This is an optimization exercise on Yosys and OpenROAD, whose aim is small area, a short achievable clock period and few clock cycles, not a production implementation. Where RTL was checked, it was by simulation tests only, not by an equivalence proof against the original. The RTL of runs 3 and 4 was laid out without a check of its function. Power figures rest on the tool's default switching activity, not on a simulated workload.

$ cat config.mk
export PLATFORM = sky130hd
export DESIGN_NAME = pvc_encoder
export DESIGN_NICKNAME = pvc_encoder
export VERILOG_FILES = /design/flow/design.v
export SDC_FILE = /design/flow/constraint.sdc
export NUM_CORES = 4
export LEC_CHECK = 0
export ABC_AREA = 1
export CAP_MARGIN = 20
export CORE_MARGIN = 2
export CORE_UTILIZATION = 40
export SLEW_MARGIN = 20
$ cat constraint.sdc
create_clock -name core_clock -period 18.0 [get_ports {clk}]
set_input_delay 3.6000 -clock core_clock [delete_from_list [all_inputs] [get_ports {clk}]]
set_output_delay 3.6000 -clock core_clock [all_outputs]
set_load 0.01 [all_outputs]
$ cat design.v
module pvc_encoder (
    input  wire        clk,
    input  wire        rst,
    input  wire        in_valid,
    output reg         in_ready,
    input  wire [19:0] in_x,
    input  wire [19:0] in_last,
    input  wire [19:0] in_desc,
    input  wire        in_force,
    input  wire        in_eob,
    output reg         r_valid,
    output reg  [19:0] r_value,
    output reg         w_valid,
    input  wire        w_ready,
    output wire [19:0] w_data,
    output reg         w_last,
    output reg  [13:0] w_bits
);
    localparam integer T = 43;           
    localparam integer N = T + 24;       
    integer i;
    reg        v0, f0, e0;
    reg [19:0] x0, l0, d0;
    reg [20:0] sx0;                       
    reg        v1, e1;
    reg [20:0] g1;                        
    reg [4:0]  s1;                        
    reg [4:0]  w1;                        
    reg [N-1:0] buffer;
    reg [6:0]   cnt;                      
    reg [2:0]   lastpos;                  
    reg         ok;                       
    reg [13:0]  bacc;                     
    reg         en0;                      
    wire en1 = !v1 || ok;                 
    wire ins = v1 && ok;
    always @(posedge clk) begin
        if (en0) begin
            x0 <= in_x;
            l0 <= in_last;
            d0 <= in_desc;
            f0 <= in_force;
            e0 <= in_eob;
            sx0 <= {in_desc[16] & in_x[19], in_x} - {in_desc[16] & in_last[19], in_last};
        end
    end
    wire [2:0]  mode  = d0[19:17];
    wire        sg    = d0[16];
    wire [3:0]  q     = d0[15:12];
    wire [11:0] dband = d0[11:0];
    wire m_ex = (mode == 3'd0);
    wire m_dl = (mode == 3'd1);
    wire m_bd = (mode == 3'd2);
    wire m_db = (mode == 3'd3);
    wire m_bb = !(m_ex | m_dl | m_bd | m_db);
    wire [11:0] qmask = ~(12'hfff << q);
    wire [11:0] half  = qmask & ~{1'b0, qmask[11:1]};
    reg [15:0] rbv, lsbv, stkv, all1v;
    always @* begin
        for (i = 0; i < 16; i = i + 1) begin
            rbv[i]   = (i >= 1 && i <= 12) ? x0[(i >= 1) ? i - 1 : 0] : 1'b0;
            lsbv[i]  = (i <= 12) ? x0[i] : 1'b0;
            stkv[i]  = (i >= 2 && i <= 12) ? |(x0[11:0] & ((12'd1 << ((i >= 1) ? i - 1 : 0)) - 12'd1)) : 1'b0;
            all1v[i] = (i <= 12) ? &(x0[18:0] | ((19'd1 << i) - 19'd1)) : 1'b0;
        end
    end
    wire [19:0] xo   = x0 | {8'd0, qmask};
    wire        rb   = rbv[q];
    wire        lsb  = lsbv[q];
    wire        stk  = stkv[q];
    wire        up   = rb & (stk | lsb);
    wire        clampblk = all1v[q] & (sg ? ~x0[19] : x0[19]);
    wire        up2  = up & ~clampblk;
    wire [19:0] inc  = xo + 20'd1;
    wire [19:0] vp   = up2 ? inc : (x0 & ~{8'd0, qmask});
    wire [11:0] xnl  = ~x0[11:0];
    wire [21:0] svu  = {sx0, 1'b1} + {9'd0, qmask & xnl, 1'b1};
    wire [21:0] svd  = {sx0, 1'b1} + {9'h1ff, xnl | ~qmask, 1'b1};
    wire [20:0] sv   = up2 ? svu[21:1] : svd[21:1];
    wire [20:0] s    = m_bb ? sv : sx0;
    wire [19:0] dlt  = sx0[19:0];
    wire        sneg   = s[20];
    wire        gt_pos = (s[11:0] > dband);
    wire        ge_neg = (~s[11:0] >= dband);
    wire        p_pos  = (|s[19:12]) | gt_pos;
    wire        p_neg  = ~(&s[19:12]) | ge_neg;
    wire        pass   = f0 | (sneg ? p_neg : p_pos);
    wire [19:0] dmag = dlt ^ {20{dlt[19]}};
    reg  [4:0]  n;
    always @* begin
        n = 5'd1;
        for (i = 0; i < 19; i = i + 1)
            if (dmag[i]) n = i[4:0] + 5'd2;
    end
    wire        dsmall = (dmag[18:14] == 5'd0);
    reg  [14:0] dmask;
    always @* begin
        dmask[0] = 1'b1;
        for (i = 1; i < 15; i = i + 1)
            dmask[i] = |(dmag[13:0] >> (i - 1));
    end
    reg [20:0] g;
    reg [4:0]  sa;
    reg [4:0]  w;
    always @* begin
        g = {1'b0, x0}; sa = 5'd12; w = 5'd20;
        if (m_dl) begin
            if (dsmall) begin
                g = {1'b0, dlt & {5'd0, dmask}, n[3:0]};
                w = n + 5'd4;
            end else begin
                sa = 5'd16;                   
                w = 5'd24;
            end
        end else if (m_bd) begin
            g = {1'b0, vp}; sa = 5'd12 - {1'b0, q}; w = 5'd20 - {1'b0, q};
        end else if (m_db) begin
            g = pass ? {x0, 1'b1} : 21'd0;
            w = pass ? 5'd21 : 5'd1;
        end else if (m_bb) begin
            g = pass ? {1'b0, vp | {8'd0, half}} : 21'd0;
            sa = 5'd13 - {1'b0, q};
            w = pass ? (5'd21 - {1'b0, q}) : 5'd1;
        end
    end
    wire [19:0] r = ((m_db | m_bb) & !pass) ? l0 : ((m_bd | m_bb) ? vp : x0);
    always @(posedge clk) begin
        r_value <= r;
        if (en1) begin
            g1 <= g;
            s1 <= sa;
            w1 <= w;
            e1 <= e0;
        end
    end
    wire [6:0]    sh    = cnt + {2'd0, s1};
    wire [20:0]   g1g   = g1 & {21{ins}};
    wire [N+32:0] big   = {{N{1'b0}}, g1g, 12'd0} << sh;
    wire [N-1:0]  insv  = big[N+23:24];
    wire          emit  = w_valid && w_ready;
    wire [N-1:0]  b1    = buffer | insv;
    wire [N-1:0]  bnext = emit ? {20'd0, b1[N-1:20]} : b1;
    wire [6:0]    csum  = cnt + {2'd0, w1};
    wire [2:0]    cw    = (csum > 7'd60) ? 3'd4 : (csum > 7'd40) ? 3'd3 :
                          (csum > 7'd20) ? 3'd2 : 3'd1;
    wire [6:0]    cround = (csum > 7'd60) ? 7'd80 : (csum > 7'd40) ? 7'd60 :
                           (csum > 7'd20) ? 7'd40 : 7'd20;
    wire          eins  = ins && e1;
    wire [6:0]    c1    = ins ? (e1 ? cround : csum) : cnt;
    wire [2:0]    lp1   = eins ? cw : lastpos;
    wire [6:0]    cnext = emit ? c1 - 7'd20 : c1;
    wire [2:0]    lpnext = (emit && lp1 != 3'd0) ? lp1 - 3'd1 : lp1;
    wire          v1next = en1 ? v0 : v1;
    wire          e1next = en1 ? e0 : e1;
    wire [6:0]    c1e   = c1 - 7'd20;
    wire [2:0]    lp1e  = (lp1 != 3'd0) ? lp1 - 3'd1 : 3'd0;
    wire          ok_n  = (c1 <= T) && !(e1next && (lp1 != 3'd0));
    wire          ok_e  = (c1e <= T) && !(e1next && (lp1e != 3'd0));
    wire          oknext = emit ? ok_e : ok_n;
    wire          v0next = in_ready ? in_valid : v0;
    assign w_data = buffer[19:0];
    wire [13:0]   bsum  = bacc + {9'd0, w1};
    always @(posedge clk) begin
        if (eins)
            w_bits <= bsum;
    end
    always @(posedge clk) begin
        if (rst) begin
            v0       <= 1'b0;
            v1       <= 1'b0;
            in_ready <= 1'b0;
            en0      <= 1'b1;
            ok       <= 1'b1;
            buffer   <= {N{1'b0}};
            cnt      <= 7'd0;
            lastpos  <= 3'd0;
            w_valid  <= 1'b0;
            w_last   <= 1'b0;
            bacc     <= 14'd0;
            r_valid  <= 1'b0;
        end else begin
            v0       <= v0next;
            v1       <= v1next;
            ok       <= oknext;
            in_ready <= !v0next || !v1next || oknext;
            en0      <= !(v0next && v1next && !oknext);
            r_valid  <= v0 && en1;
            buffer   <= bnext;
            cnt      <= cnext;
            lastpos  <= lpnext;
            w_valid  <= emit ? (c1e >= 7'd20) : (c1 >= 7'd20);
            w_last   <= emit ? (lp1e == 3'd1) : (lp1 == 3'd1);
            if (ins)
                bacc <= e1 ? 14'd0 : bsum;
        end
    end
endmodule
$ cat flow/run.sh
#!/bin/bash
# Standard ORFS layout; setup repair aims below the clock period (the SDC is
# unchanged, only repair_timing's margin). Extra make settings, one per line,
# come from flow/knobs.txt.
set -euo pipefail
cd "$(dirname "$0")/.."
mapfile -t KNOBS < flow/knobs.txt
bash standard.sh synth > synth.log 2>&1
bash standard.sh "${KNOBS[@]}" finish > layout.log 2>&1
$ cat flow/knobs.txt
SETUP_SLACK_MARGIN=12.5
BUFFER_PORTS_ARGS=-buffer_cell sky130_fd_sc_hd__buf_2
$ cat standard.sh
#!/bin/bash
# synth_recipe.tcl (not shown) runs the flow's synth.tcl, then flattens the netlist and writes it again
# the make line also repeats each setting of config.mk as NAME=value (left out here)
make -C /OpenROAD-flow-scripts/flow DESIGN_CONFIG=/design/flow/config.mk WORK_HOME=/design/flow/orfs CLKGATE_MAP_FILE= SYNTH_SCRIPT=/design/flow/synth_recipe.tcl "${@:-finish}"
==> impl_results.md, run 1 <==
* Gpl congestion at 0.976
* GR Overflow Total at 0
* Chip Height at 219 µm
* Met2 Use GR at 0.455
* Port Buffer Count at 123
* Crit path capture type: flip-flop
* Vias in the first global route at 17571
* Synth area leader: edfxtp_1
* Number of placement rows at 78
* Crit-path slowest cell: fa_2
* Diode count at 0
* Post-route ant nets at 0
* Area of the core at 45500 µm²
* Main synth FF type: edfxtp_1
* Fmax at 178 MHz
* Final HPWL DP at 48.0 mm
* Min Tclk post-route at between 5 and 6 ns
* DP Worst Slack at 11.51 ns
* Fin crit share at 0.312
* Synthesized Nets at 2859
* Cell area after synthesis at 18500 µm²
* Fillcell total at 4577
* Worst r2r path cells at 33
* CTS Buf Count at 34
* Net Switching at 0.984 mW
* Gr usage total at 0.266
* #FFs+latches synth at around 250
* Post-synth EDFFs at 128
* Initial core utilization at 0.407
* Largest family of logic cells by synthesized area: simple AND/OR/NAND/NOR gates
* CP startpoint kind: input port
* DR vias/cell at 5.38
* IO Pins at 124
* Setup slack after layout at 12.39 ns
* WHS at 0.440 ns
* CP max FO at 2
* Normalized max-slew margin at 0.292
* Power Dens Cells at between 100 and 150 nW/µm²
* Post-synthesis compound-gate area fraction at 0.161
* Power share of the combinational group at 0.399
* GRT met3 Usage at 0.0381
* Avg Inst Size Synth at 6.90 µm²
* Critical Path AT at 5.90 ns
* Synth Area in XOR/XNOR at 0.0440
* Hold Crit Class: flip-flop to flip-flop
* Layout cells sized above 1 at 0.149
* Avg WL per Cell at roughly 19 µm
* First DRT Iteration DRCs at 1430
* Met1 usage at 0.347
* # hold bufs at CTS at 0
* Area Overhead vs Synth at 18.5%
* Int Power at 1.44 mW
* Synth warnings at 1
* Synth top cells by count: nand2_1 (717), inv_1 (322), nor2_1 (272)
* First-pass GRT wire length at 99.1 mm
* DRT Wirelength at 65.6 mm
* Area contributors post-synth: edfxtp_1 (21%), nand2_1 (15%), dfxtp_1 (13%)
* Hold path cells at 2
* Register share of total power at 0.317
* Syn Inst Count at 2681
* Most used routing layer: met2
* CP required at 18.29 ns
* Leakage at 10.2 nW
* Most frequent cell after synthesis: nand2_1
* Seq/Total Area, Yosys at 0.338
* Worst VDD drop at just under 0.08 mV
* DR vias at around 18000
* Clock skew at 0.0170 ns
* Worst-path clk slew at 0.05 ns
* Cell variety after synth at 56
* Total of max-cap violations at 0
* Final setup vio count at 0
* Synth top area share at 0.208
* Synth async-reset ratio at 0
* Slew Limit Fails at 0
* Hold Fails Final Rpt at 0
* Clk sinks at 248
* Pre-antenna DRT Iters at 6
* Post-Synth Adder-Cell Area at 0.0782
* DIE AREA at 48000 µm²
* Root buffer cell: clkbuf_16
* Multiplexer area fraction after synthesis at 0.00379
* DRC at 0
* Sw Share at 0.405
* Clock power share at 0.284
* Htree depth at 2
* Simple-Gate Fraction of Synth Area at 0.269
* Largest net degree at the start of global routing at 61
* CTS tree: built
* CP Cell Sequence: buf_8 -> inv_8 -> ha_4 -> fa_2 -> nand3b_1 -> nand2_2 -> nand2_2 -> nand2_4 -> a21oi_4 -> o21ai_4 -> a21oi_4 -> o21ai_2 -> a31oi_2 -> o21ai_2 -> a21oi_2 -> nor2_1 -> nor2_1 -> xnor2_1
* Setup CP Type: input port to flip-flop
* Crit-path max cell delay at 0.35 ns
* Unrepaired setup endpoints after global routing: yes
* Setup_tns at 0 ns
* Die W at 219 µm
* Initial antenna violation count at 0
* Clk Latency, worst-skew pair at around 0.55 ns
* Slew @ Worst Pin at 1.06 ns
* Clock Path Buffers at 3
* Nets at 2987
* Status: finished clean
-- metrics by stage --
stage / area (µm²) / util / total power, mW / cells
after global routing: 21900 / 0.482 / 2.58 / 3434
final: 21900 / 0.482 / 2.43 / 3434
after global placement: 19400 / 0.426 / 1.63 / 3284
after detailed placement: 19400 / 0.426 / 1.64 / 3284
after floorplan: 18500 / - / 1.39 / 2681
after CTS: 20900 / 0.458 / 2.36 / 3378
-- cell usage in the layout (no fill, tap or decap), types with 17 or more instances in the layout --
cell type  instances
nor3_1            40
nand3_1          119
o22ai_1           39
o21bai_1          19
buf_2            121
dfxtp_1          119
nand4_1           22
nor2_1           260
buf_4             95
o211ai_1          26
a21oi_1          129
o21ai_1           19
ha_1              89
nand2_1          701
xor2_1            54
inv_1            312
edfxtp_1         128
o21ai_0          205
xnor2_1           36
a31oi_1           17
clkbuf_16         40
-- cell families after synthesis --
kind of cell	after synthesis
xor gates and xnor gates	93
DFF	248
and+or+nand+nor	1216
buffers and inverters	476
adders and majority gates	112
AOI/OAI and AO/OA	529
muxes	7
-- final timing paths --
check / start / to / slack, ns
max: in_x[0] / sx0[20]$_DFFE_PP_ / 12.39
max reg2reg: d0[12]$_DFFE_PP_ / g1[0]$_DFFE_PN_ / 12.71
min: l0[15]$_DFFE_PP_ / r_value[15]$_DFF_P_ / 0.44
min reg2reg: l0[15]$_DFFE_PP_ / r_value[15]$_DFF_P_ / 0.44
-- area by class of cell --
| class | count | area (µm²) | share of cell area |
|---|---|---|---|
| Inverter | 337 | 1320 | 0.0601 |
| Sequential cell | 248 | 6250 | 0.285 |
| Timing Repair Buffer | 230 | 1550 | 0.0706 |
| Clock inverter | 13 | 153 | 0.00697 |
| Clock buffer | 48 | 987 | 0.0451 |
| Tap cell | 600 | 751 | 0.0343 |
| Multi-Input combinational cell | 1958 | 10900 | 0.498 |
-- power by group through the flow --
stage | clock network [mW] | logic (mW) | registers (mW)
after detailed placement | 0 | 0.856 | 0.783
after global placement | 0 | 0.852 | 0.783
after floorplan | 0 | 0.652 | 0.734
final | 0.690 | 0.968 | 0.768
after global routing | 0.728 | 1.08 | 0.774
after CTS | 0.708 | 0.879 | 0.768
-- routing by layer --
layer  wire length (µm)  part of all wire  vias to the layer above
li1                   -                 -                     9037
met1              28700              0.44                     8661
met2              30900              0.47                      623
met3               3720             0.057                      139
met4               2230             0.034                        0
met5                  0                 0                        -
-- what timing repair did --
action                     CTS  global route
pin swaps                   14            52
cloned                       0             6
resized for setup           24           128
setup buffers               33            50
setup endpoints to repair   51            50
-- critical path: cells and delay by family --
family | cells | cell delay (ns)
AOI/OAI and AO/OA | 7 | 0.97
xor gates and xnor gates | 1 | 0.11
adders and majority gates | 2 | 0.50
buffers and inverters | 2 | 0.12
and+or+nand+nor | 6 | 0.60
-- sequential cells by signal, indices dropped and copies added (netlist names), 3 cells and up --
signal,count
buffer,67
g1,21
sx0,21
d0,20
l0,20
r_value,20
x0,20
bacc,14
w_bits,14
cnt,7
s1,5
w1,5
lastpos,3
Testbench counts, summed over its fixed seeds: cycles 33,907.
==> run 2: changes to the inputs <==
--- a/config.mk
+++ b/config.mk
@@ -9,4 +9,6 @@
 export CAP_MARGIN = 20
 export CORE_MARGIN = 2
 export CORE_UTILIZATION = 40
+export CTS_BUF_LIST = sky130_fd_sc_hd__clkbuf_8
+export CTS_CLUSTER_SIZE = 30
 export SLEW_MARGIN = 20
==> run 2 against run 1 <==
Sequential power barely moved. Hold slack barely moved. Worst setup slack improved by 0.10 ns.
==> impl_results.md, run 2 <==
* Status: finished clean
* CTS tree: built
* Slew Limit Fails at 0
* Power Dens Cells at 107 nW/µm²
* Clock Path Buffers at 3
* # hold bufs at CTS at 0
* Clk sinks at 248
* Crit-path slowest cell: fa_2
* Total of max-cap violations at 0
* Root buffer cell: clkbuf_8
* Initial core utilization at 0.407
* Final HPWL DP at 48.0 mm
* Register with the most flip-flops: buffer
* Seq/Total Area, Yosys at 0.338
* Min Tclk post-route at 5.51 ns
* Port Buffer Count at 123
* Cell area after synthesis at 18500 µm²
* Reg-to-reg startpoint: d0[12]$_DFFE_PP_
* Clock skew at 0.0357 ns
* Diode count at 0
* Gr usage total at 0.266
* CTS Buf Count at 46
* CP startpoint kind: input port
* Area post-placement at 19400 µm²
* Hold Crit Class: flip-flop to flip-flop
* Area of the core at 45500 µm²
* Hold Fails Final Rpt at 0
* Pre-antenna DRT Iters at 6
* R2R setup slack at 12.71 ns
* Number of placement rows at 78
* Layout cells sized above 1 at 0.153
* Synthesized Nets at roughly 2900
* Die W at 219 µm
* Final setup vio count at 0
* Setup CP Type: input port to flip-flop
* Normalized max-slew margin at 0.302
* Clk Latency, worst-skew pair at 0.65 ns
* Critical Path AT at between 5 and 6 ns
* Cell variety after synth at 56
* Gpl congestion at 0.976
* Tot Pwr at 2.33 mW
* Largest net degree at the start of global routing at 61
* Htree depth at 2
* CP max FO at 2
* Crit path from: in_x[0]
* Synth top cells by count: nand2_1 (717), inv_1 (322), nor2_1 (272)
* Synth area leader: edfxtp_1
* Worst r2r path cells at 35
* Slew @ Worst Pin at 1.04 ns
* Largest registers: buffer x67, g1 x21, sx0 x21
* Worst path depth at 18
* Nets at about 3000
* CP Buf/Inv Count at 2
* Worst-path clk slew at around 0.050 ns
* WHS at ~0.44 ns
* Leakage at 10.2 nW
* Avg WL per Cell at roughly 19 µm
* DR vias at 18450
* Fillcell total at about 4600
* First-pass GRT wire length at 98.9 mm
* IO Pins at 124
* Fmax at 181 MHz
* DRT Wirelength at 65.7 mm
* CP endpoint: sx0[20]$_DFFE_PP_
* Syn Inst Count at 2681
* Area contributors post-synth: edfxtp_1 (21%), nand2_1 (15%), dfxtp_1 (13%)
* Cell area after layout at 21800 µm²
* First DRT Iteration DRCs at 1323
* Area Overhead vs Synth at 17.8%
* Layout Utilization at 0.479
* Commonest cells after routing, fill and taps aside: nand2_1 (705), inv_1 (328), nor2_1 (261)
* DR vias/cell at ~5.3
* Setup_tns at 0 ns
* Initial antenna violation count at 0
* Crit path capture type: flip-flop
* Main synth FF type: edfxtp_1
* Number of flip-flops in the largest register at 67
* CP Cell Sequence: buf_8 -> inv_8 -> ha_4 -> fa_2 -> nand3b_1 -> nand2_1 -> nand2_1 -> nand2_2 -> a21oi_4 -> o21ai_4 -> a21oi_4 -> o21ai_2 -> a31oi_4 -> o21ai_2 -> a21oi_2 -> nor2_1 -> nor2_1 -> xnor2_1
* Avg Inst Size Synth at between 6 and 7 µm²
* GR Overflow Total at 0
* #FFs+latches synth at 248
* Most frequent cell after synthesis: nand2_1
* DRC at 0
* Post-synth EDFFs at 128
* Chip Height at 219 µm
* Worst VDD drop at 0.0655 mV
* Crit-path max cell delay at 0.34 ns
* Vias in the first global route at 17629
* Unrepaired setup endpoints after global routing: yes
* Cell family with most CP delay: compound AO/OA/AOI/OAI gates
* Post-route ant nets at 0
* RR Endpoint: g1[3]$_DFFE_PN_
* DIE AREA at 48000 µm²
* CP required at 18.38 ns
* Synth warnings at 1
* Synth top area share at 0.208
* Synth async-reset ratio at 0
* Commonest non-fill, non-tap cell in the layout: nand2_1
* Fin crit share at 0.306
run 2: logic make-up after synthesis:
logic type               after synthesis  share of synthesized area
adder cells (fa/ha/maj)              112                     0.0782
buffers and inverters                476                      0.107
AO/OA/AOI/OAI                        529                      0.161
XOR/XNOR                              93                     0.0440
multiplexers                           7                    0.00379
AND/OR/NAND/NOR                     1216                      0.269
flip-flops                           248                      0.338
run 2: where the power goes:
part	internal (mW)	leakage (nW)	switching (mW)	total, mW
Clock	0.334	0.576	0.261	0.595
Sequential	0.686	2.33	0.0821	0.768
Combinational	0.340	7.30	0.629	0.969
run 2: cell type report:
cell class	count	area, µm²	area share
clock buffers	61	840	0.0385
clock inverters	25	175	0.00804
inverters	337	1320	0.0605
multi-input cells	1958	10900	0.501
flip-flops and latches	248	6250	0.287
well taps	600	751	0.0345
repair buffers	228	1530	0.0704
run 2: layer usage:
layer,GRT usage,part of all wire,wire length (µm),vias up
li1,-,-,-,9062
met4,0.0892,0.039,2560,0
met5,0,0,0,-
met3,0.0410,0.059,3910,159
met2,0.453,0.47,30800,595
met1,0.343,0.43,28500,8634
run 2: stage by stage:
stage	worst slack (ns)	cells
after floorplan	12.07	2681
after global placement	11.58	3284
after detailed placement	11.51	3284
after CTS	12.50	3399
after global routing	12.36	3457
final	12.49	3457
run 2: how the worst min path moves through the flow:
stage | startpoint | endpoint | slack (ns) | cells after the start
2_1_floorplan | l0[0]$_DFFE_PP_ | r_value[0]$_DFF_P_ | 0.42 | 2
3_3_place_gp | l0[15]$_DFFE_PP_ | r_value[15]$_DFF_P_ | 0.42 | 2
3_5_place_dp | l0[15]$_DFFE_PP_ | r_value[15]$_DFF_P_ | 0.43 | 2
4_1_cts | l0[15]$_DFFE_PP_ | r_value[15]$_DFF_P_ | 0.44 | 2
5_1_grt | l0[18]$_DFFE_PP_ | r_value[18]$_DFF_P_ | 0.47 | 2
6_report | l0[15]$_DFFE_PP_ | r_value[15]$_DFF_P_ | 0.44 | 2
run 2: worst register-to-register path, delay by kind of cell, from the launching register on:
kind	cells	cell delay, ns
AOI/OAI and AO/OA	7	1.50
xor gates and xnor gates	1	0.16
adders and majority gates	4	0.74
buffers and inverters	8	0.92
DFF	1	0.42
and+or+nand+nor	15	1.30
run 2: what timing repair did:
action | CTS | global route
pin swaps | 6 | 52
setup endpoints to repair | 50 | 50
resized for setup | 19 | 130
setup buffers | 29 | 52
gates cloned | 0 | 6
==> run 3: changes to the inputs <==
--- a/design.v
+++ b/design.v
@@ -21,7 +21,8 @@
     integer i;
     reg        v0, f0, e0;
     reg [19:0] x0, l0, d0;
-    reg [20:0] sx0;                       
+    reg [11:0] sxl0;                      
+    reg        sxc0;                      
     reg        v1, e1;
     reg [20:0] g1;                        
     reg [4:0]  s1;                        
@@ -41,7 +42,7 @@
             d0 <= in_desc;
             f0 <= in_force;
             e0 <= in_eob;
-            sx0 <= {in_desc[16] & in_x[19], in_x} - {in_desc[16] & in_last[19], in_last};
+            {sxc0, sxl0} <= {1'b0, in_x[11:0]} + {1'b0, ~in_last[11:0]} + 13'd1;
         end
     end
     wire [2:0]  mode  = d0[19:17];
@@ -73,10 +74,16 @@
     wire        up2  = up & ~clampblk;
     wire [19:0] inc  = xo + 20'd1;
     wire [19:0] vp   = up2 ? inc : (x0 & ~{8'd0, qmask});
+    wire [8:0]  shi  = {sg & x0[19], x0[19:12]} + ~{sg & l0[19], l0[19:12]} + {8'd0, sxc0};
+    wire [8:0]  ship = shi + 9'd1;
+    wire [8:0]  shim = shi - 9'd1;
+    wire [20:0] sx0  = {shi, sxl0};
     wire [11:0] xnl  = ~x0[11:0];
-    wire [21:0] svu  = {sx0, 1'b1} + {9'd0, qmask & xnl, 1'b1};
-    wire [21:0] svd  = {sx0, 1'b1} + {9'h1ff, xnl | ~qmask, 1'b1};
-    wire [20:0] sv   = up2 ? svu[21:1] : svd[21:1];
+    wire [12:0] svul = {1'b0, sxl0} + {1'b0, qmask & xnl} + 13'd1;
+    wire [12:0] svdl = {1'b0, sxl0} + {1'b0, xnl | ~qmask} + 13'd1;
+    wire [20:0] svu  = {svul[12] ? ship : shi, svul[11:0]};
+    wire [20:0] svd  = {svdl[12] ? shi : shim, svdl[11:0]};
+    wire [20:0] sv   = up2 ? svu : svd;
     wire [20:0] s    = m_bb ? sv : sx0;
     wire [19:0] dlt  = sx0[19:0];
     wire        sneg   = s[20];
==> run 3 against run 2 <==
Design area fell by 1.2%. Power grew 3.9%. Critical path depth grew 22. Wire length decreased by 6.8%. Still clean on timing, DRC and antenna.
==> impl_results.md, run 3 <==
* CP max FO at 6
* Post-synthesis compound-gate area fraction at 0.161
* Root buffer cell: clkbuf_8
* Synth top cells by count: nand2_1 (694), inv_1 (329), nor2_1 (248)
* DR vias at 18149
* Commonest cells after routing, fill and taps aside: nand2_1 (674), inv_1 (327), nor2_1 (240)
* Area of the core at roughly 44000 µm²
* Post-Synth Adder-Cell Area at 0.0836
* Hold Crit Class: flip-flop to flip-flop
* Avg Inst Size Synth at 6.91 µm²
* Post-route ant nets at 0
* Layout cells sized above 1 at 0.162
* Largest family of logic cells by synthesized area: simple AND/OR/NAND/NOR gates
* Syn Inst Count at 2616
* Avg WL per Cell at 18.0 µm
* Met1 usage at 0.335
* Htree depth at 2
* Most frequent cell after synthesis: nand2_1
* Clk sinks at 240
* DRC at 0
* Gr usage total at 0.257
* Seq/Total Area, Yosys at 0.332
* Chip Height at 217 µm
* Power Dens Cells at 113 nW/µm²
* Clock Path Buffers at 3
* Normalized max-slew margin at 0.324
* Die W at about 220 µm
* Slew Limit Fails at 0
* Worst VDD drop at 0.0628 mV
* Pre-antenna DRT Iters at 8
* CTS tree: built
* Total of max-cap violations at 0
* DRT Wirelength at 61.3 mm
* First DRT Iteration DRCs at 1710
* Synth warnings at 1
* Fin crit share at 0.316
* Initial antenna violation count at 0
* Nets at roughly 3000
* Number of placement rows at 77
* Synth Area in XOR/XNOR at 0.0402
* Synthesized Nets at approximately 2800
* DIE AREA at 46900 µm²
* Critical Path AT at 6.05 ns
* Diode count at 0
* Hold Fails Final Rpt at 0
* Post-synth EDFFs at between 100 and 150
* Unrepaired setup endpoints after global routing: yes
* Area contributors post-synth: edfxtp_1 (20%), nand2_1 (14%), dfxtp_1 (13%)
* Largest registers: buffer x67, g1 x21
* Gpl congestion at 0.993
* Fmax at 176 MHz
* Synth area leader: edfxtp_1
* First-pass GRT wire length at 95.6 mm
* CP startpoint kind: flip-flop
* Crit-path most repeated cell: nand2_1
* GR Overflow Total at 0
* CP required at 18.37 ns
* Clk Latency, worst-skew pair at 0.65 ns
* CTS Buf Count at 47
* #FFs+latches synth at 240
* Clock skew at 0.0347 ns
* Register with the most flip-flops: buffer
* # hold bufs at CTS at 0
* Simple-Gate Fraction of Synth Area at 0.271
* Port Buffer Count at approximately 120
* DR vias/cell at 5.33
* Cell variety after synth at 53
* Initial core utilization at 0.407
* Area Overhead vs Synth at 19.1%
* Number of flip-flops in the largest register at 67
* Final HPWL DP at around 43 mm
* Setup_tns at 0 ns
* Main synth FF type: edfxtp_1
* Synth top area share at 0.199
* Synth async-reset ratio at 0
* Most used routing layer: met2
* Crit-path max cell delay at ~0.53 ns
* Min Tclk post-route at 5.69 ns
* Met2 Use GR at 0.424
* Vias in the first global route at 17438
* Crit path capture type: flip-flop
* Cell area after synthesis at 18100 µm²
* IO Pins at 124
* Fillcell total at around 4500
* Final setup vio count at 0
* Leakage at 10.2 nW
* Slew @ Worst Pin at 1.01 ns
* Largest net degree at the start of global routing at 61
* GRT met3 Usage at 0.0401
* Tot Pwr at 2.42 mW
* Setup CP Type: flip-flop to flip-flop
* Crit-path slowest cell: edfxtp_1
* Commonest non-fill, non-tap cell in the layout: nand2_1
* WHS at 0.457 ns
* Status: finished clean
* Multiplexer area fraction after synthesis at 0.00388
* Worst-path clk slew at 0.06 ns
run 3: cell types whose count changed after synthesis, moves of 11 or more:
cell,before,now
xnor2_1,37,11
nor2_1,272,248
nand2_1,717,694
o21ai_0,220,206
xor2_1,56,70
nand3_1,121,132
run 3: metal layers:
metal  vias to the layer above  part of all wire
met5                         -                 0
met4                         0             0.044
met3                       153             0.067
met2                       684              0.46
met1                      8384              0.43
li1                       8928                 -
run 3: timing repair:
action,CTS,global route
resized for setup,79,74
setup buffers,71,24
setup endpoints to repair,46,48
cloned,8,4
pin swaps,35,51
run 3: layout make-up:
| cell class | count | area [µm²] | share of cell area |
|---|---|---|---|
| clock inverter | 31 | 298 | 0.0138 |
| multi-input combinational | 1913 | 10800 | 0.503 |
| sequential | 240 | 6010 | 0.279 |
| inverter | 338 | 1300 | 0.0605 |
| tap | 592 | 741 | 0.0344 |
| timing repair buffer | 238 | 1600 | 0.0741 |
| clock buffer | 55 | 757 | 0.0352 |
run 3: logic make-up (layout without fill, tap and decap cells):
| logic type | count (synthesis) | after routing |
|---|---|---|
| mux | 7 | 7 |
| fa+ha+maj | 116 | 116 |
| compound gates | 516 | 516 |
| buf+inv | 475 | 662 |
| xor+xnor | 82 | 82 |
| simple gates | 1180 | 1192 |
| flops | 240 | 240 |
run 3: through the flow:
stage	utilization	cell area (µm²)	instances	setup slack (ns)
after floorplan	-	18100	2616	12.50
after global placement	0.426	18900	3214	10.72
after CTS	0.473	21000	3379	12.27
after global routing	0.484	21500	3407	11.97
after detailed placement	0.426	18900	3214	10.42
final	0.484	21500	3407	12.31
run 3: worst paths after layout:
check | depth (start not counted) | to | slack (ns) | start
max | 40 | g1[3]$_DFFE_PN_ | 12.31 | d0[14]$_DFFE_PP_
min | 2 | buffer[56]$_SDFF_PP0_ | 0.46 | buffer[56]$_SDFF_PP0_
max reg2reg | 40 | g1[3]$_DFFE_PN_ | 12.31 | d0[14]$_DFFE_PP_
min reg2reg | 2 | buffer[56]$_SDFF_PP0_ | 0.46 | buffer[56]$_SDFF_PP0_
run 3: critical path: cells and delay by family, from the launching register on:
| family | cells | cell delay, ns |
|---|---|---|
| AND/OR/NAND/NOR | 24 | 2.45 |
| AO/OA/AOI/OAI | 9 | 1.28 |
| adder cells (fa/ha/maj) | 3 | 0.73 |
| flip-flops | 1 | 0.53 |
| buffers and inverters | 4 | 0.42 |
run 3: where the power goes:
part           leakage, nW  internal [mW]  switching [mW]  total, mW
sequential            2.24          0.668          0.0697      0.738
combinational         7.34          0.370           0.688       1.06
clock                0.587          0.366           0.261      0.627
==> run 4: changes to the inputs <==
==> flow/run.sh (replaced) <==
#!/bin/bash
# Standard ORFS layout; setup repair aims below the clock period (the SDC is
# unchanged, only repair_timing's margin). Extra make settings: flow/knobs.txt.
set -euo pipefail
cd "$(dirname "$0")/.."
KNOBS=$(cat flow/knobs.txt)
bash standard.sh synth > synth.log 2>&1
bash standard.sh $KNOBS finish > layout.log 2>&1
==> flow/knobs.txt (replaced) <==
SETUP_SLACK_MARGIN=12.5
--- a/config.mk
+++ b/config.mk
@@ -9,6 +9,4 @@
 export CAP_MARGIN = 20
 export CORE_MARGIN = 2
 export CORE_UTILIZATION = 40
-export CTS_BUF_LIST = sky130_fd_sc_hd__clkbuf_8
-export CTS_CLUSTER_SIZE = 30
 export SLEW_MARGIN = 20
==> run 4 against run 3 <==
Maximum frequency is 4.5% lower. Synthesized cell count did not move. Register-to-register slack worse by 0.27 ns. Worst setup slack got worse by 0.27 ns. Largest power group unchanged. Highest routed layer unchanged.
==> impl_results.md, run 4 <==
* Status: finished clean
* Nets at 2948
* Die W at 217 µm
* Area of the multi-input gates at 10800 µm²
* Initial core utilization at 0.407
* Tot Pwr at around 2.4 mW
* Avg WL per Cell at 18.4 µm
* Unrepaired setup endpoints after global routing: yes
* Port Buffer Count at around 120
* Area Overhead vs Synth at 22.0%
* Hold Crit Class: flip-flop to flip-flop
* Initial antenna violation count at 0
* Fmax at between 150 and 200 MHz
* Vias in the first global route at 17687
* Cell variety after synth at 53
* Clk sinks at 240
* Setup_tns at 0 ns
* Area contributors post-synth: edfxtp_1 (20%), nand2_1 (14%), dfxtp_1 (13%)
* Min Tclk post-route at 5.95 ns
* DRT Wirelength at just over 60 mm
* Hold Fails Final Rpt at 0
* Layout Utilization at 0.496
* Slew @ Worst Pin at 1.04 ns
* Crit path capture type: flip-flop
* Cell area after synthesis at 18100 µm²
* Multiplexer area fraction after synthesis at 0.00388
* CTS Buf Count at 30
* Diode count at 0
* First-pass GRT wire length at 96.6 mm
* Power Dens Cells at 110 nW/µm²
* Layout cells sized above 1 at 0.115
* Fin cells at 3382
* Synth top area share at 0.199
* Worst VDD drop at 0.0622 mV
* Simple-Gate Fraction of Synth Area at 0.271
* Gpl congestion at 1.01
* Pre-antenna DRT Iters at 6
* Area of the core at 44400 µm²
* DR vias at 18107
* Leakage at 10.0 nW
* Register with the most flip-flops: buffer
* Post-route ant nets at 0
* Clock skew at ~0.014 ns
* IO Pins at about 120
* CP max FO at 4
* #FFs+latches synth at 240
* Avg Inst Size Synth at 6.91 µm²
* Seq/Total Area, Yosys at 0.332
* DR vias/cell at 5.35
* CP Buf/Inv Count at 22
* Root buffer cell: clkbuf_16
* Slew Limit Fails at 0
* Final HPWL DP at 43.8 mm
* First DRT Iteration DRCs at 1624
* Clock Path Buffers at 3
* CTS tree: built
* Crit-path slowest cell: o21ai_0
* Worst-path clk slew at approximately 0.060 ns
* Commonest non-fill, non-tap cell in the layout: nand2_1
* Gr usage total at 0.259
* Post-synth EDFFs at 120
* Synth Area in XOR/XNOR at 0.0402
* Chip Height at ~220 µm
* Setup CP Type: flip-flop to flip-flop
* Most frequent cell after synthesis: nand2_1
* Normalized max-slew margin at 0.307
* Crit-path most repeated cell: buf_4
* Synth warnings at 1
* Syn Inst Count at 2616
* DIE AREA at roughly 47000 µm²
* Reg area at roughly 6000 µm²
* Synth area leader: edfxtp_1
* Fin crit share at 0.331
* Reg-to-reg startpoint: d0[13]$_DFFE_PP_
* DRC at 0
* Synth top cells by count: nand2_1 (694), inv_1 (329), nor2_1 (248)
* Post-synthesis compound-gate area fraction at 0.161
* Number of flip-flops in the largest register at 67
* Commonest cells after routing, fill and taps aside: nand2_1 (679), inv_1 (309), nor2_1 (240)
* Largest family of logic cells by synthesized area: simple AND/OR/NAND/NOR gates
* Final setup vio count at 0
* HP Start: v0$_SDFF_PP0_
* Number of placement rows at 77
* Synthesized Nets at 2798
* Critical Path AT at 6.28 ns
* CP startpoint kind: flip-flop
* Cell family with most CP delay: buffers and inverters
* Crit-path max cell delay at ~0.76 ns
* Largest net degree at the start of global routing at 65
* Clk Latency, worst-skew pair at 0.58 ns
* CP required at between 15 and 20 ns
* Synth async-reset ratio at 0
* Crit path from: d0[13]$_DFFE_PP_
* GR Overflow Total at 0
* Htree depth at 1
* Largest registers: buffer x67, g1 x21
* Post-Synth Adder-Cell Area at 0.0836
* Fillcell total at around 4500
* Total of max-cap violations at 0
* Placed Instances at 3213
* # hold bufs at CTS at 0
* Main synth FF type: edfxtp_1
[run 4: cell count changes in the layout (fill, tap and decap cells not counted), sizes merged]
cell	previous run	this run
clkdlybuf4s50	0	114
bufinv	6	1
clkinv	15	12
buf	238	119
inv	345	334
clkbuf	55	44
nand2	709	710
dlygate4sd2	0	8
dlymetal6s2s	0	1
[run 4: final timing paths]
path                                            to  slack (ns)  depth (start not counted)
worst max-delay path               g1[1]$_DFFE_PN_       12.05                         36
worst min-delay path            r_valid$_SDFF_PP0_        0.46                          2
worst min register to register  r_valid$_SDFF_PP0_        0.46                          2
worst max register to register     g1[1]$_DFFE_PN_       12.05                         36
[run 4: kinds of logic after synthesis]
family / count (synthesis)
muxes: 7
DFF: 240
and+or+nand+nor: 1180
buffers and inverters: 475
AOI/OAI and AO/OA: 516
adders and majority gates: 116
xor gates and xnor gates: 82
[run 4: per-stage QoR]
step	instance area, µm²	hold slack (ns)	setup WS [ns]
after floorplan	18100	0.427	12.50
after global placement	19500	0.437	10.77
after detailed placement	19500	0.449	10.48
after CTS	21800	0.459	12.34
after global routing	22000	0.467	11.95
final	22000	0.458	12.05
[run 4: routing by layer]
layer  GRT usage  part of all wire
met1       0.326              0.42
met2       0.443              0.47
met3      0.0326             0.065
met4       0.113             0.050
met5           0                 0
[run 4: repair_timing]
action                     in CTS  in global routing
cloned                          9                  5
hold endpoints to repair        0                  0
pin swaps                      39                 34
gates resized for setup       109                 45
buffers inserted               97                  2
setup endpoints to repair      52                 50
[run 4: final cells by class]
cell class | count | area share
Tap cell | 592 | 0.0336
Sequential cell | 240 | 0.273
Timing Repair Buffer | 242 | 0.0993
Clock buffer | 44 | 0.0407
Clock inverter | 12 | 0.00460
Multi-Input combinational cell | 1914 | 0.490
Inverter | 338 | 0.0591
[run 4: power by group]
part	internal [mW]	total, mW	switching (mW)
logic	0.388	1.07	0.681
clock network	0.360	0.611	0.251
registers	0.668	0.737	0.0685
[run 4: worst reg2reg max path, delay by kind of cell, from the launching register on]
| family | cells | cell delay, ns |
|---|---|---|
| and+or+nand+nor | 10 | 1.12 |
| buffers and inverters | 22 | 2.75 |
| adders and majority gates | 2 | 0.45 |
| DFF | 1 | 0.42 |
| AOI/OAI and AO/OA | 2 | 0.96 |
==> run 5: changes to the inputs <==
--- a/design.v
+++ b/design.v
@@ -27,6 +27,7 @@
     reg [20:0] g1;                        
     reg [4:0]  s1;                        
     reg [4:0]  w1;                        
+    reg        k1;                        
     reg [N-1:0] buffer;
     reg [6:0]   cnt;                      
     reg [2:0]   lastpos;                  
@@ -84,14 +85,16 @@
     wire [20:0] svu  = {svul[12] ? ship : shi, svul[11:0]};
     wire [20:0] svd  = {svdl[12] ? shi : shim, svdl[11:0]};
     wire [20:0] sv   = up2 ? svu : svd;
-    wire [20:0] s    = m_bb ? sv : sx0;
     wire [19:0] dlt  = sx0[19:0];
-    wire        sneg   = s[20];
-    wire        gt_pos = (s[11:0] > dband);
-    wire        ge_neg = (~s[11:0] >= dband);
-    wire        p_pos  = (|s[19:12]) | gt_pos;
-    wire        p_neg  = ~(&s[19:12]) | ge_neg;
-    wire        pass   = f0 | (sneg ? p_neg : p_pos);
+    function automatic absgt(input [20:0] v, input [11:0] d);
+        absgt = v[20] ? (~(&v[19:12]) | (~v[11:0] >= d))
+                      : ((|v[19:12]) | (v[11:0] > d));
+    endfunction
+    wire        pass_x = absgt(sx0, dband);
+    wire        pass_u = absgt(svu, dband);
+    wire        pass_d = absgt(svd, dband);
+    wire        pass   = f0 | (m_bb ? (up2 ? pass_u : pass_d) : pass_x);
+    wire        keep   = !(m_db | m_bb) | pass;
     wire [19:0] dmag = dlt ^ {20{dlt[19]}};
     reg  [4:0]  n;
     always @* begin
@@ -122,32 +125,34 @@
         end else if (m_bd) begin
             g = {1'b0, vp}; sa = 5'd12 - {1'b0, q}; w = 5'd20 - {1'b0, q};
         end else if (m_db) begin
-            g = pass ? {x0, 1'b1} : 21'd0;
-            w = pass ? 5'd21 : 5'd1;
+            g = {x0, 1'b1};
+            w = 5'd21;
         end else if (m_bb) begin
-            g = pass ? {1'b0, vp | {8'd0, half}} : 21'd0;
+            g = {1'b0, vp | {8'd0, half}};
             sa = 5'd13 - {1'b0, q};
-            w = pass ? (5'd21 - {1'b0, q}) : 5'd1;
-        end
-    end
-    wire [19:0] r = ((m_db | m_bb) & !pass) ? l0 : ((m_bd | m_bb) ? vp : x0);
+            w = 5'd21 - {1'b0, q};
+        end
+    end
+    wire [19:0] r = keep ? ((m_bd | m_bb) ? vp : x0) : l0;
     always @(posedge clk) begin
         r_value <= r;
         if (en1) begin
             g1 <= g;
             s1 <= sa;
             w1 <= w;
+            k1 <= keep;
             e1 <= e0;
         end
     end
     wire [6:0]    sh    = cnt + {2'd0, s1};
-    wire [20:0]   g1g   = g1 & {21{ins}};
+    wire [20:0]   g1g   = g1 & {21{ins & k1}};
+    wire [4:0]    wk    = k1 ? w1 : 5'd1;
     wire [N+32:0] big   = {{N{1'b0}}, g1g, 12'd0} << sh;
     wire [N-1:0]  insv  = big[N+23:24];
     wire          emit  = w_valid && w_ready;
     wire [N-1:0]  b1    = buffer | insv;
     wire [N-1:0]  bnext = emit ? {20'd0, b1[N-1:20]} : b1;
-    wire [6:0]    csum  = cnt + {2'd0, w1};
+    wire [6:0]    csum  = cnt + {2'd0, wk};
     wire [2:0]    cw    = (csum > 7'd60) ? 3'd4 : (csum > 7'd40) ? 3'd3 :
                           (csum > 7'd20) ? 3'd2 : 3'd1;
     wire [6:0]    cround = (csum > 7'd60) ? 7'd80 : (csum > 7'd40) ? 7'd60 :
@@ -166,7 +171,7 @@
     wire          oknext = emit ? ok_e : ok_n;
     wire          v0next = in_ready ? in_valid : v0;
     assign w_data = buffer[19:0];
-    wire [13:0]   bsum  = bacc + {9'd0, w1};
+    wire [13:0]   bsum  = bacc + {9'd0, wk};
     always @(posedge clk) begin
         if (eins)
             w_bits <= bsum;
==> flow/run.sh (replaced) <==
#!/bin/bash
# Standard ORFS layout; setup repair aims below the clock period (the SDC is
# unchanged, only repair_timing's margin). Extra make settings, one per line,
# come from flow/knobs.txt.
set -euo pipefail
cd "$(dirname "$0")/.."
mapfile -t KNOBS < flow/knobs.txt
bash standard.sh synth > synth.log 2>&1
bash standard.sh "${KNOBS[@]}" finish > layout.log 2>&1
==> flow/knobs.txt (replaced) <==
SETUP_SLACK_MARGIN=12.5
BUFFER_PORTS_ARGS=-buffer_cell sky130_fd_sc_hd__buf_2
--- a/config.mk
+++ b/config.mk
@@ -9,4 +9,6 @@
 export CAP_MARGIN = 20
 export CORE_MARGIN = 2
 export CORE_UTILIZATION = 40
+export CTS_BUF_LIST = sky130_fd_sc_hd__clkbuf_8
+export CTS_CLUSTER_SIZE = 30
 export SLEW_MARGIN = 20
==> run 5 against run 4 <==
Sequential power about the same. Flip-flop and latch count up 1. Via count about the same. Largest power group unchanged. Non-clock buffer count down 79. Die area up 4.3%. Synthesized cell count down 0.73%. Design area down 4.1%. Clock skew up 0.023 ns.
==> impl_results.md, run 5 <==
* Status: finished clean
* Synthesized Nets at 2823
* Commonest cells after routing, fill and taps aside: nand2_1 (574), inv_1 (338), nor2_1 (209)
* Largest family of logic cells by synthesized area: simple AND/OR/NAND/NOR gates
* Power Dens Cells at 115 nW/µm²
* Clk Latency, worst-skew pair at 0.65 ns
* Largest registers: buffer x67, g1 x21
* Multiplexer area fraction after synthesis at 0.00212
* CP Cell Sequence: buf_2 -> inv_8 -> ha_4 -> fa_2 -> nand3b_1 -> and2_4 -> o21ai_1 -> a21o_1 -> a21oi_1 -> o21bai_1 -> a21oi_1 -> o21bai_1 -> a21oi_1 -> o21bai_1
* Largest net degree at the start of global routing at 62
* Synth area leader: edfxtp_1
* Area Overhead vs Synth at 12.1%
* Total of max-cap violations at 0
* Chip Height at roughly 220 µm
* CP Buf/Inv Count at 2
* Nets at 2924
* Synth Area in XOR/XNOR at 0.0444
* IO Pins at 124
* Fmax at roughly 190 MHz
* Number of placement rows at 79
* Gpl congestion at 0.986
* Synth async-reset ratio at 0
* HP Start: buffer[47]$_SDFF_PP0_
* Worst-path clk slew at ~0.06 ns
* CP startpoint kind: input port
* Area contributors post-synth: edfxtp_1 (19%), dfxtp_1 (13%), nand2_1 (11%)
* Htree depth at 2
* Final HPWL DP at 47.6 mm
* Layout cells sized above 1 at 0.136
* Avg Inst Size Synth at between 7 and 8 µm²
* CTS Buf Count at 47
* Crit-path slowest cell: fa_2
* First-pass GRT wire length at 97.0 mm
* DIE AREA at 48900 µm²
* Post-Synth Adder-Cell Area at 0.109
* Root buffer cell: clkbuf_8
* Diode count at 0
* Reg-to-reg startpoint: d0[15]$_DFFE_PP_
* Unrepaired setup endpoints after global routing: no
* Clk sinks at between 200 and 250
* CTS tree: built
* Synth top cells by count: nand2_1 (574), inv_1 (326), nor2_1 (213)
* Clock Path Buffers at 3
* Setup slack after layout at 12.71 ns
* Commonest non-fill, non-tap cell in the layout: nand2_1
* Number of flip-flops in the largest register at 67
* Pre-antenna DRT Iters at 8
* Seq/Total Area, Yosys at 0.320
* DRT Wirelength at 62.3 mm
* Min Tclk post-route at 5.29 ns
* Fin crit share at 0.294
* Slew Limit Fails at 0
* Final setup vio count at 0
* Register with the most flip-flops: buffer
* Layout Utilization at 0.454
* Cell area after synthesis at between 15000 and 20000 µm²
* Main synth FF type: edfxtp_1
* Slew @ Worst Pin at 1.06 ns
* DR vias at approximately 18000
* GR Overflow Total at 0
* Cell family with most CP delay: compound AO/OA/AOI/OAI gates
* Initial core utilization at 0.405
* Crit-path max cell delay at 0.37 ns
* Hold Crit Class: flip-flop to flip-flop
* #FFs+latches synth at 241
* CP required at 18.49 ns
* Area of the core at 46600 µm²
* Hold Fails Final Rpt at 0
* Crit path capture type: flip-flop
* Crit path from: in_x[0]
* Avg WL per Cell at 18.7 µm
* Simple-Gate Fraction of Synth Area at 0.248
* Normalized max-slew margin at 0.295
* Port Buffer Count at 123
* Setup CP Type: input port to flip-flop
* Post-route ant nets at 0
* Synth warnings at 1
* CP max FO at 2
* Die W at 221 µm
* Gr usage total at 0.249
* Vias in the first global route at 17376
* Post-synthesis compound-gate area fraction at 0.175
* # hold bufs at CTS at 0
* Most frequent cell after synthesis: nand2_1
* Cell variety after synth at 70
* Fillcell total at ~4800
* Critical Path AT at 5.78 ns
* Worst VDD drop at 0.0849 mV
* Syn Inst Count at 2597
* Clock skew at roughly 0.037 ns
* Leakage at 9.87 nW
* First DRT Iteration DRCs at 1463
* DR vias/cell at 5.42
* Setup_tns at 0 ns
* DRC at 0
* Synth top area share at 0.193
* Initial antenna violation count at 0
* WHS at 0.458 ns
* Post-synth EDFFs at 121
* DP Worst Slack at ~12 ns
[run 5: final cells by class]
| class | instances | area [µm²] | area share |
|---|---|---|---|
| sequential | 241 | 6040 | 0.286 |
| timing repair buffer | 163 | 916 | 0.0433 |
| inverter | 354 | 1340 | 0.0636 |
| clock inverter | 30 | 236 | 0.0112 |
| clock buffer | 55 | 757 | 0.0358 |
| multi-input combinational | 1891 | 11100 | 0.525 |
| tap | 607 | 759 | 0.0359 |
[run 5: timing repair]
item                                    4_1_cts  5_1_grt
cloned                                        0        2
resized for setup                             8       27
pin swaps                                     0        6
endpoints found under the setup margin       21       21
setup buffers                                 9       13
[run 5: worst register-to-register path, delay by kind of cell, from the launching register on]
kind            cells  cell delay [ns]
compound gates      4             0.43
simple gates       17             2.12
flops               1             0.32
buf+inv             5             0.81
xor+xnor            1             0.20
fa+ha+maj           3             1.02
[run 5: final timing paths]
| kind | end | slack (ns) | cells after the start |
|---|---|---|---|
| setup / recovery | sxc0$_DFFE_PP_ | 12.71 | 14 |
| hold / removal | buffer[47]$_SDFF_PP0_ | 0.46 | 2 |
| setup reg to reg | k1$_DFFE_PN_ | 12.81 | 30 |
| hold reg to reg | buffer[47]$_SDFF_PP0_ | 0.46 | 2 |
[run 5: metal layers]
| layer | vias up | track usage | wire [µm] |
|---|---|---|---|
| met4 | 0 | 0.105 | 2700 |
| met2 | 730 | 0.410 | 28300 |
| met3 | 141 | 0.0393 | 4360 |
| met5 | - | 0 | 0 |
| met1 | 8384 | 0.325 | 27000 |
| li1 | 8863 | - | - |
[run 5: kinds of logic after synthesis]
kind of cell / Yosys count
mux: 4
compound gates: 559
buf+inv: 467
simple gates: 1078
xor+xnor: 88
fa+ha+maj: 160
flops: 241
[run 5: metrics by stage]
step | std cells | power (mW) | area [µm²]
2_1_floorplan | 2597 | 1.53 | 18900
5_1_grt | 3341 | 2.63 | 21100
4_1_cts | 3326 | 2.43 | 20900
6_report | 3341 | 2.44 | 21100
3_3_place_gp | 3232 | 1.80 | 19800
3_5_place_dp | 3232 | 1.82 | 19800
[run 5: power by group]
part	total [mW]	switching (mW)	internal, mW	leakage (nW)
combinational	1.12	0.754	0.364	7.07
clock	0.589	0.264	0.325	0.548
sequential	0.734	0.0641	0.670	2.25
Testbench counts of run 5, summed over its fixed seeds: cycles 33,907.
==> run 6: changes to the inputs <==
--- a/design.v
+++ b/design.v
@@ -21,8 +21,8 @@
     integer i;
     reg        v0, f0, e0;
     reg [19:0] x0, l0, d0;
-    reg [11:0] sxl0;                      
-    reg        sxc0;                      
+    reg [6:0]  sxa0;                      
+    reg [6:0]  sxb0;                      
     reg        v1, e1;
     reg [20:0] g1;                        
     reg [4:0]  s1;                        
@@ -43,7 +43,8 @@
             d0 <= in_desc;
             f0 <= in_force;
             e0 <= in_eob;
-            {sxc0, sxl0} <= {1'b0, in_x[11:0]} + {1'b0, ~in_last[11:0]} + 13'd1;
+            sxa0 <= {1'b0, in_x[5:0]} + {1'b0, ~in_last[5:0]} + 7'd1;
+            sxb0 <= {1'b0, in_x[11:6]} + {1'b0, ~in_last[11:6]};
         end
     end
     wire [2:0]  mode  = d0[19:17];
@@ -75,6 +76,9 @@
     wire        up2  = up & ~clampblk;
     wire [19:0] inc  = xo + 20'd1;
     wire [19:0] vp   = up2 ? inc : (x0 & ~{8'd0, qmask});
+    wire [6:0]  sxm  = sxb0 + {6'd0, sxa0[6]};
+    wire [11:0] sxl0 = {sxm[5:0], sxa0[5:0]};
+    wire        sxc0 = sxm[6];
     wire [8:0]  shi  = {sg & x0[19], x0[19:12]} + ~{sg & l0[19], l0[19:12]} + {8'd0, sxc0};
     wire [8:0]  ship = shi + 9'd1;
     wire [8:0]  shim = shi - 9'd1;
@@ -149,9 +153,9 @@
     wire [4:0]    wk    = k1 ? w1 : 5'd1;
     wire [N+32:0] big   = {{N{1'b0}}, g1g, 12'd0} << sh;
     wire [N-1:0]  insv  = big[N+23:24];
-    wire          emit  = w_valid && w_ready;
     wire [N-1:0]  b1    = buffer | insv;
-    wire [N-1:0]  bnext = emit ? {20'd0, b1[N-1:20]} : b1;
+    wire [N-1:0]  bsh   = w_valid ? {20'd0, b1[N-1:20]} : b1;
+    wire [N-1:0]  bnext = w_ready ? bsh : b1;
     wire [6:0]    csum  = cnt + {2'd0, wk};
     wire [2:0]    cw    = (csum > 7'd60) ? 3'd4 : (csum > 7'd40) ? 3'd3 :
                           (csum > 7'd20) ? 3'd2 : 3'd1;
@@ -160,15 +164,19 @@
     wire          eins  = ins && e1;
     wire [6:0]    c1    = ins ? (e1 ? cround : csum) : cnt;
     wire [2:0]    lp1   = eins ? cw : lastpos;
-    wire [6:0]    cnext = emit ? c1 - 7'd20 : c1;
-    wire [2:0]    lpnext = (emit && lp1 != 3'd0) ? lp1 - 3'd1 : lp1;
     wire          v1next = en1 ? v0 : v1;
     wire          e1next = en1 ? e0 : e1;
     wire [6:0]    c1e   = c1 - 7'd20;
     wire [2:0]    lp1e  = (lp1 != 3'd0) ? lp1 - 3'd1 : 3'd0;
     wire          ok_n  = (c1 <= T) && !(e1next && (lp1 != 3'd0));
     wire          ok_e  = (c1e <= T) && !(e1next && (lp1e != 3'd0));
-    wire          oknext = emit ? ok_e : ok_n;
+    wire [6:0]    cnext = w_ready ? (w_valid ? c1e : c1) : c1;
+    wire [2:0]    lpnext = w_ready ? (w_valid ? lp1e : lp1) : lp1;
+    wire          oknext = w_ready ? (w_valid ? ok_e : ok_n) : ok_n;
+    wire          wv_n  = (c1 >= 7'd20);
+    wire          wv_e  = w_valid ? (c1e >= 7'd20) : wv_n;
+    wire          wl_n  = (lp1 == 3'd1);
+    wire          wl_e  = w_valid ? (lp1e == 3'd1) : wl_n;
     wire          v0next = in_ready ? in_valid : v0;
     assign w_data = buffer[19:0];
     wire [13:0]   bsum  = bacc + {9'd0, wk};
@@ -200,8 +208,8 @@
             buffer   <= bnext;
             cnt      <= cnext;
             lastpos  <= lpnext;
-            w_valid  <= emit ? (c1e >= 7'd20) : (c1 >= 7'd20);
-            w_last   <= emit ? (lp1e == 3'd1) : (lp1 == 3'd1);
+            w_valid  <= w_ready ? wv_e : wv_n;
+            w_last   <= w_ready ? wl_e : wl_n;
             if (ins)
                 bacc <= e1 ? 14'd0 : bsum;
         end
==> flow/knobs.txt (replaced) <==
SETUP_SLACK_MARGIN=13.0
BUFFER_PORTS_ARGS=-buffer_cell sky130_fd_sc_hd__buf_2
==> run 6 against run 5 <==
Maximum frequency grew 5.0%. First-iteration DRC count shrank 6.2%. Synthesized cell count grew 0.46%. Largest power group unchanged. Critical endpoint is now k1$_DFFE_PN_. Still clean on timing, DRC and antenna. Area after synthesis shrank 0.21%.
==> impl_results.md, run 6 <==
* Synth top cells by count: nand2_1 (592), inv_1 (332), nor2_1 (217)
* Setup_tns at 0 ns
* Hold path cells at 2
* Post-route ant nets at 0
* Worst-path clk slew at roughly 0.06 ns
* Crit-path max cell delay at ~0.47 ns
* Die W at 221 µm
* DR vias/cell at 5.39
* Clk sinks at 242
* DR vias at 18229
* Slew Limit Fails at 0
* Diode count at 0
* Hold Crit Class: flip-flop to flip-flop
* Nets at 2966
* Post-synth EDFFs at 122
* Hold Fails Final Rpt at 0
* Cell variety after synth at 70
* Main synth FF type: edfxtp_1
* Normalized max-slew margin at 0.230
* Fin crit share at 0.280
* Hold-critical path endpoint: r_value[7]$_DFF_P_
* Synth top area share at 0.195
* Largest net degree at the start of global routing at 76
* Leakage at 10.2 nW
* Synth area leader: edfxtp_1
* Unrepaired setup endpoints after global routing: yes
* Clock skew at 0.0493 ns
* Critical Path AT at 5.34 ns
* Vias in the first global route at 17818
* CTS tree: built
* Avg WL per Cell at 18.9 µm
* Cell area after synthesis at 18800 µm²
* Port Buffer Count at 123
* Seq/Total Area, Yosys at 0.322
* Htree depth at 2
* DRC at 0
* CP startpoint kind: flip-flop
* Clock Path Buffers at 3
* GR Overflow Total at 0
* Setup CP Type: flip-flop to flip-flop
* Layout Utilization at 0.468
* Total of max-cap violations at 0
* Crit-path slowest cell: edfxtp_1
* Area Overhead vs Synth at 15.4%
* Syn Inst Count at 2609
* Pre-antenna DRT Iters at 6
* CP max FO at 6
* Reg-to-reg startpoint: d0[12]$_DFFE_PP_
* Most frequent cell after synthesis: nand2_1
* Register with the most flip-flops: buffer
* DRT Wirelength at ~64 mm
* Status: finished clean
* WHS at 0.454 ns
* Number of placement rows at 79
* Gpl congestion at 0.989
* IO Pins at 124
* Min Tclk post-route at between 5 and 6 ns
* Crit path capture type: flip-flop
* Crit-path most repeated cell: nand2_1
* #FFs+latches synth at 242
* Synth warnings at 1
* Chip Height at 221 µm
* Worst r2r path cells at 34
* Initial antenna violation count at 0
* Largest registers: buffer x67, g1 x21
* Worst VDD drop at a little under 0.07 mV
* Fillcell total at between 4000 and 5000
* Synth async-reset ratio at 0
* First DRT Iteration DRCs at between 1000 and 1500
* R2R setup slack at 12.97 ns
* DIE AREA at 48800 µm²
* Synthesized Nets at 2837
* Number of flip-flops in the largest register at between 60 and 70
* Area contributors post-synth: edfxtp_1 (19%), dfxtp_1 (13%), nand2_1 (12%)
* Area of the core at about 46000 µm²
* Fmax at about 200 MHz
* Slew @ Worst Pin at 1.15 ns
* Final setup vio count at 0
* Layout cells sized above 1 at 0.156
* Commonest non-fill, non-tap cell in the layout: nand2_1
* CP required at 18.30 ns
* HP Start: l0[7]$_DFFE_PP_
* RR Endpoint: k1$_DFFE_PN_
* Root buffer cell: clkbuf_8
* Initial core utilization at 0.405
* Gr usage total at 0.255
* Commonest cells after routing, fill and taps aside: nand2_1 (571), inv_1 (343), nor2_1 (208)
* Clk Latency, worst-skew pair at 0.65 ns
* CTS Buf Count at between 40 and 50
* Avg Inst Size Synth at 7.22 µm²
* Power Dens Cells at ~110 nW/µm²
* Tot Pwr at between 2 and 2.5 mW
* First-pass GRT wire length at 99.0 mm
* Final HPWL DP at 47.3 mm
## run 6: cell types whose count changed after synthesis, moves of 9 or more
cell      delta
o21ai_0     -16
o21ai_1     +35
inv_2       +10
o211ai_1    -10
a211oi_1     -9
xor2_1      +11
nand2_1     +18
nand3_1     -12
## run 6: kinds of logic (layout without fill, tap and decap cells)
logic type | count (synthesis) | after routing | synth area share
multiplexers | 3 | 3 | 0.00160
buffers and inverters | 479 | 643 | 0.104
flip-flops | 242 | 242 | 0.322
AND/OR/NAND/NOR | 1068 | 1071 | 0.242
adder cells (fa/ha/maj) | 162 | 162 | 0.111
XOR/XNOR | 98 | 98 | 0.0490
AO/OA/AOI/OAI | 557 | 557 | 0.170
## run 6: per-stage QoR
stage / area (µm²) / setup slack, ns / std cells
2_1_floorplan: 18800 / 13.02 / 2609
3_3_place_gp: 19800 / 11.76 / 3249
3_5_place_dp: 19800 / 11.56 / 3249
4_1_cts: 21300 / 12.99 / 3364
5_1_grt: 21700 / 12.69 / 3383
6_report: 21700 / 12.97 / 3383
## run 6: what timing repair did
item	4_1_cts	5_1_grt
cloned	4	0
hold buffers	0	0
pin swaps	27	42
buffers inserted	24	18
endpoints found under the setup margin	63	33
resized for setup	58	73
## run 6: per-layer routing
metal,global-route usage,share of wire
met1,0.325,0.43
met2,0.415,0.45
met3,0.0417,0.071
met4,0.134,0.054
met5,0,0
## run 6: worst max-delay path, delay by kind of cell, from the launching register on
kind            cells  cell delay (ns)
simple gates       17             1.64
compound gates      8             1.24
fa+ha+maj           3             0.74
flops               1             0.47
buf+inv             5             0.41
xor+xnor            1             0.16
## run 6: how the worst max path moves through the flow
stage / startpoint / endpoint / slack, ns / cells after the start
6_report: d0[12]$_DFFE_PP_ / k1$_DFFE_PN_ / 12.97 / 34
5_1_grt: d0[13]$_DFFE_PP_ / r_value[0]$_DFF_P_ / 12.69 / 36
2_1_floorplan: in_last[6] / sxb0[6]$_DFFE_PP_ / 13.02 / 7
3_3_place_gp: d0[13]$_DFFE_PP_ / k1$_DFFE_PN_ / 11.76 / 36
4_1_cts: d0[12]$_DFFE_PP_ / k1$_DFFE_PN_ / 12.99 / 36
3_5_place_dp: d0[13]$_DFFE_PP_ / k1$_DFFE_PN_ / 11.56 / 36
## run 6: report_power, final
group | internal, mW | switching, mW
combinational | 0.397 | 0.773
sequential | 0.668 | 0.0531
clock | 0.320 | 0.254
total | 1.39 | 1.08
## run 6: final cells by class
type / count / area (µm²) / area share
multi-input cells: 1891 / 11300 / 0.522
flip-flops and latches: 242 / 6070 / 0.279
inverters: 368 / 1400 / 0.0646
repair buffers: 187 / 1180 / 0.0541
well taps: 607 / 759 / 0.0350
clock buffers: 54 / 743 / 0.0342
clock inverters: 33 / 236 / 0.0109
repair inverters: 1 / 5.00 / 0.000230
Testbench counts of run 6, summed over its fixed seeds: cycles 33,907.
==> run 7: changes to the inputs <==
==> flow/knobs.txt (replaced) <==
SETUP_SLACK_MARGIN=12.5
BUFFER_PORTS_ARGS=-buffer_cell sky130_fd_sc_hd__buf_2
==> run 7 against run 6 <==
Sequential power hardly changed. Die area stayed put. Power is 3.3% lower. Sequential share of layout area is 0.64 points higher. Clock skew is 0.0055 ns lower. Maximum frequency is 4.1% lower. Synthesized cell count stayed put. First-iteration DRC count is 2.6% higher. Area after synthesis stayed put. Critical endpoint is now buffer[60]$_SDFF_PP0_. Largest cell class unchanged.
==> impl_results.md, run 7 <==
* Port Buffer Count at about 120
* CP required at approximately 19 ns
* DR vias/cell at 5.40
* CTS Buf Count at 46
* Initial core utilization at 0.405
* Largest registers: buffer x67, g1 x21
* Setup_tns at 0 ns
* Hold Fails Final Rpt at 0
* GR Overflow Total at 0
* DRT Wirelength at roughly 63 mm
* Syn Inst Count at between 2000 and 3000
* IO Pins at 124
* Synth top area share at 0.195
* Crit path capture type: flip-flop
* Avg Inst Size Synth at 7.22 µm²
* Gpl congestion at 1.02
* Chip Height at 221 µm
* Nets at between 2000 and 3000
* Power share of the combinational group at 0.476
* Clock Path Buffers at 3
* Layout Utilization at 0.457
* Number of flip-flops in the largest register at 67
* Post-route ant nets at 0
* Pre-antenna DRT Iters at 6
* Total of max-cap violations at 0
* Clock power share at 0.221
* Die W at 221 µm
* Slew Limit Fails at 0
* Cell family with most CP delay: buffers and inverters
* Most frequent cell after synthesis: nand2_1
* First DRT Iteration DRCs at around 1400
* Int Power at 1.32 mW
* DRC at 0
* Area of the core at 46500 µm²
* Vias in the first global route at 17480
* Diode count at 0
* Area contributors post-synth: edfxtp_1 (19%), dfxtp_1 (13%), nand2_1 (12%)
* Commonest cells after routing, fill and taps aside: nand2_1 (584), inv_1 (343), nor2_1 (211)
* Status: finished clean
* Cell variety after synth at 70
* First-pass GRT wire length at between 90 and 100 mm
* DIE AREA at 48800 µm²
* Largest net degree at the start of global routing at 49
* Final setup vio count at 0
* Critical Path AT at 5.84 ns
* Cell area after synthesis at 18800 µm²
* Synth warnings at 1
* CP Cell Sequence: buf_2 -> nand2_1 -> clkinvlp_4 -> nor2_1 -> buf_4 -> clkinvlp_4 -> buf_4 -> or2_2 -> inv_1
* CP Buf/Inv Count at 6
* Fin crit share at 0.292
* DR vias at ~18000
* Worst-path clk slew at 0.06 ns
* # hold bufs at CTS at 0
* CTS tree: built
* Post-synth EDFFs at 122
* Seq/Total Area, Yosys at 0.322
* Register share of total power at 0.303
* Htree depth at 2
* Root buffer cell: clkbuf_8
* Leakage at between 10 and 15 nW
* Worst VDD drop at around 0.080 mV
* Synth area leader: edfxtp_1
* Synth top cells by count: nand2_1 (592), inv_1 (332), nor2_1 (217)
* Clk sinks at between 200 and 250
* CP max FO at 28
* Commonest non-fill, non-tap cell in the layout: nand2_1
* Normalized max-slew margin at 0.305
* Slew @ Worst Pin at roughly 1.0 ns
* Main synth FF type: edfxtp_1
* Hold Crit Class: flip-flop to flip-flop
* Crit-path max cell delay at 0.37 ns
run 7: worst paths after layout:
path                                            start                    end  slack, ns  cells past startpoint
worst max-delay path                          w_ready  buffer[60]$_SDFF_PP0_      12.75                      9
worst min-delay path            buffer[66]$_SDFF_PP0_  buffer[66]$_SDFF_PP0_       0.46                      2
worst max register to register       d0[13]$_DFFE_PP_     r_value[3]$_DFF_P_      12.81                     39
worst min register to register  buffer[66]$_SDFF_PP0_  buffer[66]$_SDFF_PP0_       0.46                      2
run 7: power by group through the flow:
stage	Sequential, mW	Combinational (mW)	Clock (mW)
global route	0.730	1.27	0.568
CTS	0.721	1.09	0.544
floorplan	0.715	0.788	0
global placement	0.732	1.04	0
detailed placement	0.733	1.05	0
finish	0.722	1.14	0.527
run 7: per-layer routing:
layer | vias up | global-route usage | wire length [µm]
li1 | 8877 | - | -
met1 | 8374 | 0.321 | 27000
met2 | 755 | 0.412 | 28500
met3 | 159 | 0.0490 | 4620
met4 | 0 | 0.112 | 3160
met5 | - | 0 | 0
run 7: layout make-up:
class	instances	area, µm²	share of cell area
timing repair inverter	1	5.00	0.000236
inverter	368	1400	0.0658
sequential	242	6070	0.286
clock inverter	31	151	0.00713
clock buffer	54	743	0.0350
tap	607	759	0.0358
timing repair buffer	171	1010	0.0475
multi-input combinational	1891	11100	0.523
run 7: cell families after synthesis:
group                    synth area share
AO/OA/AOI/OAI                       0.170
buffers and inverters               0.104
flip-flops                          0.322
adder cells (fa/ha/maj)             0.111
multiplexers                      0.00160
AND/OR/NAND/NOR                     0.242
XOR/XNOR                           0.0490
run 7: through the flow:
stage | area (µm²) | worst slack [ns] | power, mW | std cells | hold WS, ns
2_1_floorplan | 18800 | 12.99 | 1.50 | 2609 | 0.421
4_1_cts | 20900 | 12.50 | 2.35 | 3346 | 0.462
5_1_grt | 21200 | 12.48 | 2.56 | 3365 | 0.489
3_3_place_gp | 19800 | 11.79 | 1.77 | 3248 | 0.433
6_report | 21200 | 12.75 | 2.38 | 3365 | 0.464
3_5_place_dp | 19800 | 11.57 | 1.79 | 3248 | 0.447
run 7: what timing repair did:
item,4_1_cts,5_1_grt
setup endpoints to repair,21,42
cloned,1,3
setup buffers,12,15
gates resized for setup,21,48
pin swaps,4,20
run 7: worst min-delay path, delay by kind of cell (launching register included):
family | cells | cell delay, ns
DFF | 1 | 0.31
and+or+nand+nor | 2 | 0.12
